Context: an optimization exercise on an open-source flow, tuned for small area, a short achievable clock period and few clock cycles. The choices shown serve that exercise and are no tape-out recipe. In this exercise RTL edits were held to simulation tests only and were not proved equivalent to the original. Power and IR drop assume default switching activity.

==> 10-26 <==
Design exact_sum, start of the top module:
module exact_sum (
    input  wire        clk,
    input  wire        rst,
    input  wire        in_valid,
    output wire        in_ready,
    input  wire [31:0] in_data,
    input  wire [1:0]  in_dtype,
    input  wire        in_last,
    output wire        out_valid,
    input  wire        out_ready,
    output wire [31:0] out_data
);
export LEC_CHECK = 0
export CAP_MARGIN = 20
export CORE_MARGIN = 2
export CORE_UTILIZATION = 50
export PLACE_DENSITY = 0.6
export SLEW_MARGIN = 20
create_clock -name core_clock -period 28.0 [get_ports {clk}]
standard.sh (not shown) runs the stock make flow with config.mk's settings and CLKGATE_MAP_FILE= SYNTH_SCRIPT=/design/flow/synth_recipe.tcl, a recipe that flattens the netlist after the stock synthesis.
==> flow/flow/run.sh <==
#!/bin/bash
set -euo pipefail
MARGIN=$(cat flow/margin.txt)
bash standard.sh \
  "BUFFER_PORTS_ARGS=-buffer_cell sky130_fd_sc_hd__buf_2" \
  "SETUP_SLACK_MARGIN=$MARGIN" \
  finish > flow_make.log 2>&1
==> flow/flow/margin.txt <==
21
==> 12-27: changes against 10-26 <==
--- a/flow/design.v
+++ b/flow/design.v
@@ -226,27 +226,18 @@
     wire [6:0] ls1    = use_p ? lp1 : lmin1;
     wire [159:0] ye = {{96{sign}}, y};
     wire [159:0] sr = ye >> ls1;
     assign guard  = sr[0] ^ sign;
     assign kept   = sr[25:1] ^ {25{sign}};
-    wire [7:0] tzm = {2'b0, tz6} + {3'b0, mb} + 8'd1;
-    wire st_p = tzm < {2'b0, pl};
-    wire st_m = {1'b0, tz6} < lmin1;
-    assign sticky = below_nz | (tz_any & (use_p ? st_p : st_m));
+    assign sticky = below_nz | (tz_any & ({1'b0, tz6} < ls1));
     wire [10:0] eb   = {2'b0, k, 5'b0} + {2'b0, exp_bias} - 11'd182;
-    wire [7:0]  ebm  = eb[7:0] - {3'b0, mb};
-    wire [7:0]  e0p  = {2'b0, pl} + ebm;
-    wire [7:0]  e0m  = {1'b0, lmin} + eb[7:0];
-    wire [10:0] th   = {2'b0, exp_all1} - eb;           
-    wire [10:0] thp  = th + {6'b0, mb};                  
-    wire        o0p  = thp[10] | ({5'b0, pl} >= thp);
-    wire        o1p  = thp[10] | ({5'b0, pl} + 11'd1 >= thp);
-    wire        o0m  = th[10]  | ({4'b0, lmin} >= th);
-    wire        o1m  = th[10]  | ({4'b0, lmin} + 11'd1 >= th);
-    assign exp0 = use_p ? e0p : e0m;
-    assign ovf0 = use_p ? o0p : o0m;
-    assign ovf1 = use_p ? o1p : o1m;
+    wire [7:0]  e0   = {1'b0, ls1} + 8'd1 + eb[7:0];
+    wire [10:0] th   = {2'b0, exp_all1} - 11'd1 - eb;
+    wire        thn  = th[10];
+    assign exp0 = e0;
+    assign ovf0 = thn | ({4'b0, ls1} >= th);
+    assign ovf1 = thn | ({4'b0, ls1} + 11'd1 >= th);
 endmodule
 module exact_sum_lzd (
     input  wire [63:0] x,
     input  wire        lead,
     output wire [5:0]  pos,
@@ -449,20 +440,19 @@
         .negz    (s2_negz),
         .dtype   (s2_dtype),
         .result  (round_result)
     );
     wire s2_move   = s2_valid & (~out_valid_q | out_ready);
-    wire s1_move   = s1_valid & ~(s2_valid & out_valid_q);
-    wire s2_next   = s1_move | (s2_valid & ~s2_move);
+    wire s2_next   = s1_valid | (s2_valid & ~s2_move);
+    wire s1_move   = s1_valid & (~s2_valid | s2_move);
     wire s1_next   = go | (s1_valid & ~s1_move);
     wire out_next  = s2_move | (out_valid_q & ~out_ready);
     wire done_next = (consume & ir_last) | (acc_done & ~acc_ok);
-    wire ir_load   = ~ir_valid | acc_ok;
-    wire irv_next  = ir_load ? in_valid : ir_valid;
+    wire irv_next  = in_ready_q ? in_valid : ir_valid;
     wire ok_next   = ~(done_next & s1_next & s2_next & out_next);
     always @(posedge clk) begin
-        if (ir_load) begin
+        if (in_ready_q) begin
             ir_data  <= in_data;
             ir_dtype <= in_dtype;
             ir_last  <= in_last;
         end
         acc   <= acc_n;
==> flow/run.sh (new file) <==
#!/bin/bash
# synth_recipe.tcl (not shown) runs the flow's synth.tcl, then flattens the netlist and writes it again
# the make line also repeats each setting of config.mk as NAME=value (left out here)
make -C /OpenROAD-flow-scripts/flow DESIGN_CONFIG=/design/flow/config.mk WORK_HOME=/design/flow/orfs CLKGATE_MAP_FILE= SYNTH_SCRIPT=/design/flow/synth_recipe.tcl finish
--- a/flow/config.mk
+++ b/flow/config.mk
@@ -5,8 +5,8 @@
 export SDC_FILE = /design/flow/constraint.sdc
 export NUM_CORES = 4
 export LEC_CHECK = 0
 export CAP_MARGIN = 20
 export CORE_MARGIN = 2
-export CORE_UTILIZATION = 50
-export PLACE_DENSITY = 0.6
+export CORE_UTILIZATION = 60
+export PLACE_DENSITY = 0.7
 export SLEW_MARGIN = 20
removed: flow/flow/run.sh
removed: flow/flow/margin.txt
removed: flow/standard.sh
==> impl_results.md <==
- Post-Synth Adder-Cell Area: 0.134
- Inst Count DP: between 8,000 and 9,000
- Commonest cells after routing, fill and taps aside: nand2_1, nor2_1, a21oi_1
- Status: complete, no violations
- Worst path max stage delay: 0.58 ns
- Drt first pass iters: 12
- Area occupied by multi-input gates: ~41,000 µm²
- Sequential Power Share: 0.381
- CP max stage cell: or4_4
(the above is from 10-26)
==> impl_results.md <==
- Drt first pass iters: 10
- Sequential Power Share: 0.391
- Area occupied by multi-input gates: 37,800 µm²
- Status: complete, no violations
- Commonest cells after routing, fill and taps aside: nand2_1, a21oi_1, nor2_1
- Inst Count DP: 7,818
- Worst path max stage delay: 0.69 ns
- Post-Synth Adder-Cell Area: 0.129
- CTS tree: yes
- CP max stage cell: buf_4
- Register area share after synthesis: 0.245
- Crit. End Element: flip-flop
(the above is from 12-27)
Testbench counts of 10-26, summed over its fixed seeds: cycles 36,855.
Testbench counts of 12-27, summed over its fixed seeds: cycles 36,855.

========
==> build 13: inputs <==
RTL: one of the versions met above, not the one the previous note started from.
clock: 28.0 ns
lec_check: 0
cap_margin: 20
core_margin: 2
core_utilization: 45
place_density: 0.55
slew_margin: 20
run.sh (not shown) runs the stock make flow with config.mk's settings and CLKGATE_MAP_FILE= SYNTH_SCRIPT=/design/flow/synth_recipe.tcl, a recipe that flattens the netlist after the stock synthesis.
Stock flow here: none of the scripts above is used.
==> build 49: changes against build 13 <==
--- a/flow/design.v
+++ b/flow/design.v
@@ -224,22 +224,31 @@
     wire [6:0] lp1    = {1'b0, pl} - {2'b0, mb} - 7'd1;                 
     wire [6:0] lmin1  = lmin - 7'd1;
     wire [6:0] ls1    = use_p ? lp1 : lmin1;
     wire [159:0] ye = {{96{sign}}, y};
     wire [159:0] sr = ye >> ls1;
     assign guard  = sr[0] ^ sign;
     assign kept   = sr[25:1] ^ {25{sign}};
-    assign sticky = below_nz | (tz_any & ({1'b0, tz6} < ls1));
+    wire [7:0] tzm = {2'b0, tz6} + {3'b0, mb} + 8'd1;
+    wire st_p = tzm < {2'b0, pl};
+    wire st_m = {1'b0, tz6} < lmin1;
+    assign sticky = below_nz | (tz_any & (use_p ? st_p : st_m));
     wire [10:0] eb   = {2'b0, k, 5'b0} + {2'b0, exp_bias} - 11'd182;
-    wire [7:0]  e0   = {1'b0, ls1} + 8'd1 + eb[7:0];
-    wire [10:0] th   = {2'b0, exp_all1} - 11'd1 - eb;
-    wire        thn  = th[10];
-    assign exp0 = e0;
-    assign ovf0 = thn | ({4'b0, ls1} >= th);
-    assign ovf1 = thn | ({4'b0, ls1} + 11'd1 >= th);
+    wire [7:0]  ebm  = eb[7:0] - {3'b0, mb};
+    wire [7:0]  e0p  = {2'b0, pl} + ebm;
+    wire [7:0]  e0m  = {1'b0, lmin} + eb[7:0];
+    wire [10:0] th   = {2'b0, exp_all1} - eb;           
+    wire [10:0] thp  = th + {6'b0, mb};                  
+    wire        o0p  = thp[10] | ({5'b0, pl} >= thp);
+    wire        o1p  = thp[10] | ({5'b0, pl} + 11'd1 >= thp);
+    wire        o0m  = th[10]  | ({4'b0, lmin} >= th);
+    wire        o1m  = th[10]  | ({4'b0, lmin} + 11'd1 >= th);
+    assign exp0 = use_p ? e0p : e0m;
+    assign ovf0 = use_p ? o0p : o0m;
+    assign ovf1 = use_p ? o1p : o1m;
 endmodule
 module exact_sum_lzd (
     input  wire [63:0] x,
     input  wire        lead,
     output wire [5:0]  pos,
     output wire        any
 );
@@ -380,20 +389,26 @@
         .ninf  (cv_ninf),
         .negz  (cv_negz)
     );
     wire [295:0] acc_b   = base0 ? 296'd0 : acc;
     wire [36:0]  carry_b = base0 ? 37'd0 : {carry, cv_neg};
     wire [295:0] acc_n;
     wire [37:1]  carry_n;
-    genvar j;
+    genvar j, i;
     generate
         for (j = 0; j < 37; j = j + 1) begin : g_seg
-            assign {carry_n[j + 1], acc_n[8 * j + 7 : 8 * j]} =
-                {1'b0, acc_b[8 * j + 7 : 8 * j]} + {1'b0, cv_add[8 * j + 7 : 8 * j]} +
-                {8'd0, (j == 0) ? cv_neg : carry_b[j]};
+            wire [8:0] rc;
+            assign rc[0] = (j == 0) ? cv_neg : carry_b[j];
+            for (i = 0; i < 8; i = i + 1) begin : g_fa
+                wire a = acc_b[8 * j + i];
+                wire b = cv_add[8 * j + i];
+                assign acc_n[8 * j + i] = a ^ b ^ rc[i];
+                assign rc[i + 1] = (a & b) | (rc[i] & (a ^ b));
+            end
+            assign carry_n[j + 1] = rc[8];
         end
     endgenerate
     wire [63:0] sc_w;
     wire [15:0] sc_d;
     wire        sc_sign, sc_bnz, sc_zero;
     wire [3:0]  sc_k;
     exact_sum_scan u_scan (
@@ -438,23 +453,24 @@
         .pinf    (s2_pinf),
         .ninf    (s2_ninf),
         .negz    (s2_negz),
         .dtype   (s2_dtype),
         .result  (round_result)
     );
     wire s2_move   = s2_valid & (~out_valid_q | out_ready);
-    wire s2_next   = s1_valid | (s2_valid & ~s2_move);
-    wire s1_move   = s1_valid & (~s2_valid | s2_move);
+    wire s1_move   = s1_valid & ~(s2_valid & out_valid_q);
+    wire s2_next   = s1_move | (s2_valid & ~s2_move);
     wire s1_next   = go | (s1_valid & ~s1_move);
     wire out_next  = s2_move | (out_valid_q & ~out_ready);
     wire done_next = (consume & ir_last) | (acc_done & ~acc_ok);
-    wire irv_next  = in_ready_q ? in_valid : ir_valid;
+    wire ir_load   = ~ir_valid | acc_ok;
+    wire irv_next  = ir_load ? in_valid : ir_valid;
     wire ok_next   = ~(done_next & s1_next & s2_next & out_next);
     always @(posedge clk) begin
-        if (in_ready_q) begin
+        if (ir_load) begin
             ir_data  <= in_data;
             ir_dtype <= in_dtype;
             ir_last  <= in_last;
         end
         acc   <= acc_n;
         carry <= carry_n[36:1];
         if (base0) begin
==> flow/flow/run.sh (new file) <==
#!/bin/bash
set -euo pipefail
MARGIN=$(cat flow/margin.txt)
bash standard.sh \
  "BUFFER_PORTS_ARGS=-buffer_cell sky130_fd_sc_hd__buf_2" \
  "SETUP_SLACK_MARGIN=$MARGIN" \
  finish > flow_make.log 2>&1
==> flow/flow/margin.txt (new file) <==
20
==> flow/standard.sh (new file) <==
#!/bin/bash
# synth_recipe.tcl (not shown) runs the flow's synth.tcl, then flattens the netlist and writes it again
# the make line also repeats each setting of config.mk as NAME=value (left out here)
make -C /OpenROAD-flow-scripts/flow DESIGN_CONFIG=/design/flow/config.mk WORK_HOME=/design/flow/orfs CLKGATE_MAP_FILE= SYNTH_SCRIPT=/design/flow/synth_recipe.tcl "${@:-finish}"
Settings changed: CORE_UTILIZATION 45 to 50, CTS_CLUSTER_DIAMETER from default to 80, CTS_CLUSTER_SIZE from default to 32, PLACE_DENSITY 0.55 to 0.6.
removed: flow/run.sh
==> run notes <==
item                                                         build 49    build 13
Pin count of the biggest net entering global routing               87          83
CP startpoint                                                acc[122]    s1_w[25]
Syn avg cell area                                            8.10 um2    7.83 um2
Multi-input combinational gate total                             4869        5520
Tap cell count                                                   1357        1600
Number of buffer and inverter stages on the critical path           3           2
GRT Overall Usage                                               0.403       0.359
Effective utilization at floorplan                              0.506       0.455
Clock tree buffer count of the final layout                        44         101
Endpoint required time on the critical path                  28.42 ns    28.41 ns
Routed via count                                                49100       52400
Final std cell area, no fill                               0.0553 mm2  0.0586 mm2
Clock slew at reported path FFs                               0.11 ns     0.06 ns
Fin util                                                        0.551       0.495
Post-DP HPWL                                                166000 um   177000 um
Outcome                              no timing/DRC/antenna violations  no timing/DRC/antenna violations
GR Util met3                                                   0.0581      0.0500
Combinational fraction of design power                          0.312       0.322
Yosys top cell area share                                       0.135       0.127
Testbench counts of build 13, summed over its fixed seeds: cycles 36,855.
Testbench counts of build 49, summed over its fixed seeds: cycles 36,855.

========
==> raven: inputs <==
RTL: one of the versions met above, not the one the previous note started from.
Settings: LEC_CHECK=0, CAP_MARGIN=20, CORE_MARGIN=2, CORE_UTILIZATION=50, CTS_CLUSTER_DIAMETER=80, CTS_CLUSTER_SIZE=24, PLACE_DENSITY=0.6, SLEW_MARGIN=20; clock period 28.0 ns.
standard.sh (not shown) runs the stock make flow with config.mk's settings and CLKGATE_MAP_FILE= SYNTH_SCRIPT=/design/flow/synth_recipe.tcl, a recipe that flattens the netlist after the stock synthesis.
==> flow/flow/run.sh <==
#!/bin/bash
set -euo pipefail
MARGIN=$(cat flow/margin.txt)
bash standard.sh \
  "BUFFER_PORTS_ARGS=-buffer_cell sky130_fd_sc_hd__buf_2" \
  "SETUP_SLACK_MARGIN=$MARGIN" \
  finish > flow_make.log 2>&1
==> flow/flow/margin.txt <==
21
==> inputs of amber, as changes to raven <==
--- a/flow/design.v
+++ b/flow/design.v
@@ -388,28 +388,22 @@
         .pinf  (cv_pinf),
         .ninf  (cv_ninf),
         .negz  (cv_negz)
     );
     wire [295:0] acc_b   = base0 ? 296'd0 : acc;
     wire [36:0]  carry_b = base0 ? 37'd0 : {carry, cv_neg};
     wire [295:0] acc_n;
     wire [37:1]  carry_n;
-    genvar j, i;
+    genvar j;
     generate
         for (j = 0; j < 37; j = j + 1) begin : g_seg
-            wire [8:0] rc;
-            assign rc[0] = (j == 0) ? cv_neg : carry_b[j];
-            for (i = 0; i < 8; i = i + 1) begin : g_fa
-                wire a = acc_b[8 * j + i];
-                wire b = cv_add[8 * j + i];
-                assign acc_n[8 * j + i] = a ^ b ^ rc[i];
-                assign rc[i + 1] = (a & b) | (rc[i] & (a ^ b));
-            end
-            assign carry_n[j + 1] = rc[8];
+            assign {carry_n[j + 1], acc_n[8 * j + 7 : 8 * j]} =
+                {1'b0, acc_b[8 * j + 7 : 8 * j]} + {1'b0, cv_add[8 * j + 7 : 8 * j]} +
+                {8'd0, (j == 0) ? cv_neg : carry_b[j]};
         end
     endgenerate
     wire [63:0] sc_w;
     wire [15:0] sc_d;
     wire        sc_sign, sc_bnz, sc_zero;
     wire [3:0]  sc_k;
     exact_sum_scan u_scan (
         .w       (acc),
@@ -457,21 +451,20 @@
         .result  (round_result)
     );
     wire s2_move   = s2_valid & (~out_valid_q | out_ready);
     wire s1_move   = s1_valid & ~(s2_valid & out_valid_q);
     wire s2_next   = s1_move | (s2_valid & ~s2_move);
     wire s1_next   = go | (s1_valid & ~s1_move);
     wire out_next  = s2_move | (out_valid_q & ~out_ready);
     wire done_next = (consume & ir_last) | (acc_done & ~acc_ok);
-    wire ir_load   = ~ir_valid | acc_ok;
-    wire irv_next  = ir_load ? in_valid : ir_valid;
+    wire irv_next  = in_ready_q ? in_valid : ir_valid;
     wire ok_next   = ~(done_next & s1_next & s2_next & out_next);
     always @(posedge clk) begin
-        if (ir_load) begin
+        if (in_ready_q) begin
             ir_data  <= in_data;
             ir_dtype <= in_dtype;
             ir_last  <= in_last;
         end
         acc   <= acc_n;
         carry <= carry_n[36:1];
         if (base0) begin
             acc_nan  <= cv_nan;
==> flow/run.sh (new file) <==
#!/bin/bash
# synth_recipe.tcl (not shown) runs the flow's synth.tcl, then flattens the netlist and writes it again
# the make line also repeats each setting of config.mk as NAME=value (left out here)
make -C /OpenROAD-flow-scripts/flow DESIGN_CONFIG=/design/flow/config.mk WORK_HOME=/design/flow/orfs CLKGATE_MAP_FILE= SYNTH_SCRIPT=/design/flow/synth_recipe.tcl finish
CORE_UTILIZATION = 60   (was 50)
CTS_CLUSTER_DIAMETER = unset   (was 80)
CTS_CLUSTER_SIZE = unset   (was 24)
PLACE_DENSITY = 0.7   (was 0.6)
removed: flow/flow/run.sh
removed: flow/flow/margin.txt
removed: flow/standard.sh
==> run notes <==
VDD IR max 0.0520 mV; first-pass GRT wire length about 320 mm; HP Start s1_nan; Required @ worst endpoint 28390 ps; Power Density between 50 and 60 nW/um^2; status no timing/DRC/antenna violations; unrepaired setup endpoints after global routing false; Non-clock buffer share 0.0278; Crit path largest cell delay about 730 ps; non-filler cells in the finished layout ~8000; H-tree depth 3; Fin Hold WS 418 ps; Clock Pin Slew Worst Setup and Hold Paths 80 ps; Avg WL per Cell 26.7 um; worst-skew pair later-pin latency 670 ps; Synth Area in Simple Gates 0.207
# the run above: amber

==> run notes <==
status no timing/DRC/antenna violations; Crit path largest cell delay just over 500 ps; Avg WL per Cell 28.7 um; Non-clock buffer share 0.0630; non-filler cells in the finished layout approximately 7700; Ys Warns 8; Fin Hold WS 427 ps; Required @ worst endpoint ~28000 ps; first-pass GRT wire length 315 mm; VDD IR max 0.0620 mV; H-tree depth 2; unrepaired setup endpoints after global routing true; Power Density 51.8 nW/um^2; Clock Pin Slew Worst Setup and Hold Paths 100 ps; worst-skew pair later-pin latency around 700 ps
# the run above: raven

Testbench counts of raven, summed over its fixed seeds: cycles 36,855.
Testbench counts of amber, summed over its fixed seeds: cycles 36,855.

re-timing with driven ports:
Ports are ideal in the flow. The routed layouts listed here were re-timed in OpenROAD. Step 1 assumes that a clkbuf_16 drives the clock port and a buf_2 every other input. Step 2, shift: input delay + t, output delay - t, t = (earliest + latest rising clock arrival at the registers) / 2. This alone moves slack from input paths to output paths. Slacks: ideal ports / drivers / drivers and shift; pairs: ideal ports / drivers.
run | shift t [ns] | slack for setup (ns) | worst setup path at the end | pins driven straight from the clock port
10-26 | 0.736 | 20.851 / 20.851 / 20.851 | register to register | 1
12-27 | 0.736 | 18.461 / 18.461 / 18.461 | register to register | 1
build 13 | 0.747 | 18.490 / 18.490 / 18.490 | register to register | 1
build 49 | 0.756 | 20.150 / 20.150 / 20.150 | register to register | 1
raven | 0.744 | 20.741 / 20.741 / 20.741 | register to register | 1
amber | 0.738 | 18.957 / 18.957 / 18.957 | register to register | 1
After both steps every run listed still meets setup and hold.
